Background: an optimization exercise with open tools, aiming at small area, a short achievable clock period and few clock cycles. Do not read the settings as production practice. In this exercise RTL edits were held to simulation tests only and were not proved equivalent to the original.

JK:
## rs_dec
module rs_dec (
    input  wire       clk,
    input  wire       rst,           
    input  wire       in_valid,
    output wire       in_ready,
    input  wire [9:0] in_sym,
    output reg        err_valid,
    output reg  [9:0] err_pos,       
    output reg  [9:0] err_val,       
    output reg        done_valid,
    output reg        done_uncorr,
    output reg  [4:0] done_nerr
);
    localparam N_SYM = 544;
    localparam T2    = 30;
    localparam T     = 15;
    function [9:0] gf_mul(input [9:0] a, input [9:0] b);
        integer k;
        reg [9:0] p, s;
        begin
            p = 10'd0;
            s = a;
            for (k = 0; k < 10; k = k + 1) begin
                if (b[k]) p = p ^ s;
                s = {s[8:0], 1'b0} ^ (s[9] ? 10'h009 : 10'h000);
            end
            gf_mul = p;
        end
    endfunction
    function [9:0] alpha_pow(input integer e);
        integer k;
        reg [9:0] v;
        begin
            v = 10'd1;
            for (k = 0; k < e; k = k + 1)
                v = {v[8:0], 1'b0} ^ (v[9] ? 10'h009 : 10'h000);
            alpha_pow = v;
        end
    endfunction
    function [4:0] g32_mul(input [4:0] a, input [4:0] b);
        integer k;
        reg [4:0] p, s;
        begin
            p = 5'd0;
            s = a;
            for (k = 0; k < 5; k = k + 1) begin
                if (b[k]) p = p ^ s;
                s = {s[3:0], 1'b0} ^ (s[4] ? 5'h05 : 5'h00);
            end
            g32_mul = p;
        end
    endfunction
    function [4:0] g32_sq(input [4:0] a);
        g32_sq = g32_mul(a, a);
    endfunction
    function [4:0] g32_inv(input [4:0] a);
        case (a)
            5'd0:  g32_inv = 5'd0;   5'd1:  g32_inv = 5'd1;
            5'd2:  g32_inv = 5'd18;  5'd3:  g32_inv = 5'd28;
            5'd4:  g32_inv = 5'd9;   5'd5:  g32_inv = 5'd23;
            5'd6:  g32_inv = 5'd14;  5'd7:  g32_inv = 5'd12;
  ...
Size: roughly 6500 cells after synthesis, ~1500 flip-flops, about 74000 µm² of cells after synthesis.
Settings: LEC_CHECK=0, ABC_CLOCK_PERIOD_IN_PS=3500, CAP_MARGIN=20, CORE_MARGIN=2, CORE_UTILIZATION=40, SLEW_MARGIN=20; clock period 12.0 ns.
standard.sh (not shown) runs the stock make flow with config.mk's settings and CLKGATE_MAP_FILE= SYNTH_SCRIPT=/design/flow/synth_recipe.tcl, a recipe that flattens the netlist after the stock synthesis.
==> flow/flow/run.sh <==
#!/bin/bash
# Standard ORFS layout (the standard.sh, unchanged synthesis), with
# repair_timing asked for extra setup margin, larger clock-tree clusters and
# a denser core.
bash standard.sh SETUP_SLACK_MARGIN=8.5 CTS_CLUSTER_SIZE=22 CTS_CLUSTER_DIAMETER=60 CORE_UTILIZATION=65 finish > standard.log 2>&1
Testbench counts of JK, summed over its fixed seeds: cycles 108,530.
Changes in MS relative to JK:
diff --git a/flow/config.mk b/flow/config.mk
--- a/flow/config.mk
+++ b/flow/config.mk
@@ -7,6 +7,5 @@
 export LEC_CHECK = 0
-export ABC_CLOCK_PERIOD_IN_PS = 3500
-export CAP_MARGIN = 20
+export CAP_MARGIN = 0
 export CORE_MARGIN = 2
 export CORE_UTILIZATION = 40
-export SLEW_MARGIN = 20
+export SLEW_MARGIN = 0
Results
Diff JK -> MS: wire length reported by the detailed router neither gained nor lost much; core utilization barely changed; via count of the routed design decreased 149.
MS and JK ended up with roughly the same final setup slack of the worst path.
The growth of design area from synthesis to finish on MS is in line with that on JK.
Summary of MS over JK: clock skew flat; met1 routed wirelength after detailed routing down about 0.3%.
[inputs] AL vs MS
==> flow/flow/run.sh <==
#!/bin/bash
# Standard ORFS layout (the standard.sh, unchanged synthesis), with
# repair_timing asked for extra setup margin, larger clock-tree clusters and
# a denser core.
bash standard.sh SETUP_SLACK_MARGIN=8.5 CTS_CLUSTER_SIZE=22 CTS_CLUSTER_DIAMETER=60 CORE_UTILIZATION=80 PLACE_DENSITY=0.85 finish > standard.log 2>&1
diff --git a/flow/config.mk b/flow/config.mk
--- a/flow/config.mk
+++ b/flow/config.mk
@@ -7,5 +7,5 @@
 export LEC_CHECK = 0
-export CAP_MARGIN = 0
+export CAP_MARGIN = 20
 export CORE_MARGIN = 2
 export CORE_UTILIZATION = 40
-export SLEW_MARGIN = 0
+export SLEW_MARGIN = 20
==> comparison <==
Comparing MS against AL, there is no change at all in remaining number of nets flagged by the antenna check after routing.
Between AL and MS, it is AL whose clock network latency to the later pin of the worst-skew pair is lower, by 0.02 ns.
Comparing MS and AL, the higher number of DRC markers in iteration 0 was measured on AL.
MS → AL: number of buffers added by the clock tree synthesis step lower.
[inputs] TR vs AL
==> flow/flow/run.sh <==
#!/bin/bash
# Standard ORFS layout (the standard.sh, unchanged synthesis), with
# repair_timing asked for extra setup margin, larger clock-tree clusters and
# a denser core.
bash standard.sh SETUP_SLACK_MARGIN=8.5 CTS_CLUSTER_SIZE=22 CTS_CLUSTER_DIAMETER=60 CORE_UTILIZATION=65 finish > standard.log 2>&1
diff --git a/flow/config.mk b/flow/config.mk
--- a/flow/config.mk
+++ b/flow/config.mk
@@ -7,2 +7,3 @@
 export LEC_CHECK = 0
+export ABC_AREA = 1
 export CAP_MARGIN = 20
### Flow results
- Of TR and AL, it is TR that has the higher number of cell rows.
- Comparing AL and TR, buffers inserted during post-CTS setup optimization is lower on AL.
- TR vs. AL: share of the yosys chip area belonging to registers went down, via count went up by 5720, final cell count up 31%, signed area change from the synthesized netlist to the final layout moved up.
- TR vs AL: xor/xnor share of the synthesized area down
- Compared with AL, in TR worst setup margin now sits lower; met2 track demand over resource fell 14 points.
Input changes introduced in PW (baseline for comparison: TR):
==> flow/flow/run.sh <==
#!/bin/bash
# Standard ORFS layout (the standard.sh, unchanged synthesis), with
# repair_timing asked for extra setup margin, larger clock-tree clusters and
# a denser core.
bash standard.sh SETUP_SLACK_MARGIN=8.5 CTS_CLUSTER_SIZE=22 CTS_CLUSTER_DIAMETER=60 CORE_UTILIZATION=75 PLACE_DENSITY=0.8 finish > standard.log 2>&1
diff --git a/flow/config.mk b/flow/config.mk
--- a/flow/config.mk
+++ b/flow/config.mk
@@ -7,3 +7,2 @@
 export LEC_CHECK = 0
-export ABC_AREA = 1
 export CAP_MARGIN = 20
[summary]
[compare] base=TR new=PW: total routing resource utilization after global routing now larger; buffers inserted during post-CTS setup optimization now smaller; register-to-register setup slack now larger; proportion of cell area occupied by registers now larger.
As of PW, number of inverters outside the clock class in the layout had fallen by more than half compared to TR.
Between TR and PW, the flow reports total of plain and repair buffers excluding clock buffers increasing by more than a quarter.
PW reached the end of the flow, and the finished layout is clean on the timing, DRC and antenna checks.
Mean post-synth cell area: PW > TR
Of the two values seen for dominant combinational cell family by area after synthesis, XOR/XNOR gates was produced by PW and simple AND/OR/NAND/NOR gates by TR.

---

rs_dec again, from the RTL that the note above started with.
==> flow/design.v (excerpt) <==
module rs_dec (
    input  wire       clk,
    input  wire       rst,           
    input  wire       in_valid,
    output wire       in_ready,
    input  wire [9:0] in_sym,
    output reg        err_valid,
    output reg  [9:0] err_pos,       
    output reg  [9:0] err_val,       
    output reg        done_valid,
    output reg        done_uncorr,
    output reg  [4:0] done_nerr
);
==> flow/config.mk <==
export PLATFORM = sky130hd
export DESIGN_NAME = rs_dec
export DESIGN_NICKNAME = rs_dec
export VERILOG_FILES = /design/flow/design.v
export SDC_FILE = /design/flow/constraint.sdc
export NUM_CORES = 8
export LEC_CHECK = 0
export CAP_MARGIN = 10
export CORE_MARGIN = 2
export CORE_UTILIZATION = 40
export SLEW_MARGIN = 10
==> flow/constraint.sdc <==
create_clock -name core_clock -period 12.0 [get_ports {clk}]
set_input_delay 2.4000 -clock core_clock [delete_from_list [all_inputs] [get_ports {clk}]]
set_output_delay 2.4000 -clock core_clock [all_outputs]
set_load 0.01 [all_outputs]
==> flow/flow/run.sh <==
#!/bin/bash
# Standard ORFS layout (the standard.sh, unchanged synthesis), with
# repair_timing asked for extra setup margin, larger clock-tree clusters and
# a denser core.
bash standard.sh SETUP_SLACK_MARGIN=8.5 CTS_CLUSTER_SIZE=22 CTS_CLUSTER_DIAMETER=60 CORE_UTILIZATION=65 finish > standard.log 2>&1
The starting point finished with timing, DRC and antenna clean.
Testbench counts at the start, summed over its fixed seeds: cycles 108,530.
Then changed:
==> flow/flow/run.sh (replaced) <==
#!/bin/bash
# Standard ORFS layout (the standard.sh, unchanged synthesis), with
# repair_timing asked for extra setup margin and larger clock-tree clusters.
bash standard.sh SETUP_SLACK_MARGIN=8.5 CTS_CLUSTER_SIZE=30 CTS_CLUSTER_DIAMETER=50 finish > standard.log 2>&1
Settings changed: CAP_MARGIN 10 to 20, SLEW_MARGIN 10 to 20.
Effect: Global-route usage drops by 13 points; first-iteration DRC count drops by 8.3%; setup slack loses 120 ps; synthesized area stays the same; design area climbs by 3.3%; register-to-register slack barely changes.
Then changed:
==> flow/flow/run.sh (replaced) <==
#!/bin/bash
# Standard ORFS layout (the standard.sh, unchanged synthesis), with
# repair_timing asked for extra setup margin, larger clock-tree clusters and
# a denser core.
bash standard.sh SETUP_SLACK_MARGIN=8.5 CTS_CLUSTER_SIZE=22 CTS_CLUSTER_DIAMETER=60 CORE_UTILIZATION=65 "CTS_BUF_LIST=sky130_fd_sc_hd__clkbuf_8 sky130_fd_sc_hd__clkbuf_16" finish > standard.log 2>&1
Final cell count is lower by 11%.
Global-route usage grows by 13 points.
Critical path depth is unchanged.
Clock-buffer cell count shrinks by 38.
Register-to-register slack degrades by 40 ps.
Hold slack is better by 10 ps.
Worst setup slack improves by 120 ps.
Then changed:
==> flow/flow/run.sh (replaced) <==
#!/bin/bash
# Standard ORFS layout (the standard.sh, unchanged synthesis), with
# repair_timing asked for extra setup margin, larger clock-tree clusters and
# a denser core.
bash standard.sh SETUP_SLACK_MARGIN=8.5 CTS_CLUSTER_SIZE=22 CTS_CLUSTER_DIAMETER=60 CORE_UTILIZATION=65 GPL_TIMING_DRIVEN=1 finish > standard.log 2>&1
What happened: Global-route usage is unchanged; non-clock buffer count does not change; routed wire length is about the same; final cell count does not change; die area is unchanged; sequential share of layout area is unchanged.
Then changed:
==> flow/flow/run.sh (replaced) <==
#!/bin/bash
# Standard ORFS layout (the standard.sh, unchanged synthesis), with
# repair_timing asked for extra setup margin, larger clock-tree clusters and
# a denser core.
bash standard.sh SETUP_SLACK_MARGIN=8.7 CTS_CLUSTER_SIZE=22 CTS_CLUSTER_DIAMETER=60 CORE_UTILIZATION=65 finish > standard.log 2>&1
What happened: Worst setup slack got worse by 10 ps. Die area does not change. Routed wire length goes up slightly. Via count increases slightly.
Then changed:
==> flow/flow/run.sh (replaced) <==
#!/bin/bash
# Standard ORFS layout (the standard.sh, unchanged synthesis), with
# repair_timing asked for extra setup margin and larger clock-tree clusters.
bash standard.sh SETUP_SLACK_MARGIN=8.5 CTS_CLUSTER_SIZE=22 CTS_CLUSTER_DIAMETER=60 finish > standard.log 2>&1
Count of clock-buffer cells in the layout rose by 7.
Design area grows by 1.5%.
Utilization drops by 27 points.
Worst setup slack gets worse by 99 ps.

==> static timing again, ports no longer ideal <==
In the flow no input, the clock included, has a driving cell. The finished layouts below were timed again as built, in two steps.
Step 1, drivers: a clkbuf_16 drives clk and a buf_2 each remaining input, both assumed.
Step 2, shift: input delay + t, output delay - t, t = (earliest + latest rising clock arrival at the registers) / 2. This alone moves slack from input paths to output paths.
Slacks: ideal / step 1 / step 2; pairs: ideal / step 1.
run	shift t [ns]	slack for setup (ns)	clock arrival spread, ns	worst register clock-pin slew, ns	worst data-port slew with drivers (ns)
JK	0.803	8.426 / 8.349 / 7.830	0.043 / 0.043	0.09 / 0.09	0.03
MS	0.803	8.425 / 8.347 / 7.821	0.043 / 0.042	0.10 / 0.10	0.03
AL	0.801	8.415 / 8.333 / 7.895	0.046 / 0.046	0.09 / 0.09	0.04
TR	0.826	8.384 / 8.299 / 7.833	0.037 / 0.037	0.09 / 0.09	0.05
PW	0.799	8.418 / 8.339 / 7.850	0.048 / 0.048	0.09 / 0.09	0.03
the first run of note 2	0.803	8.425 / 8.347 / 7.821	0.043 / 0.042	0.10 / 0.10	0.03
the second run of note 2	0.899	8.305 / 8.219 / 7.663	0.070 / 0.071	0.09 / 0.09	0.05
the third run of note 2	0.805	8.425 / 8.348 / 7.831	0.044 / 0.044	0.10 / 0.10	0.03
the fourth run of note 2	0.803	8.426 / 8.349 / 7.830	0.043 / 0.043	0.09 / 0.09	0.03
the fifth run of note 2	0.804	8.416 / 8.336 / 7.963	0.029 / 0.029	0.09 / 0.09	0.03
the sixth run of note 2	0.871	8.317 / 8.230 / 7.693	0.092 / 0.091	0.09 / 0.09	0.05
After both steps setup and hold are still met in every run listed. The setup slack of the second run of note 2, which loses most, moves by -0.086 ns with the drivers and by -0.642 ns with both steps.
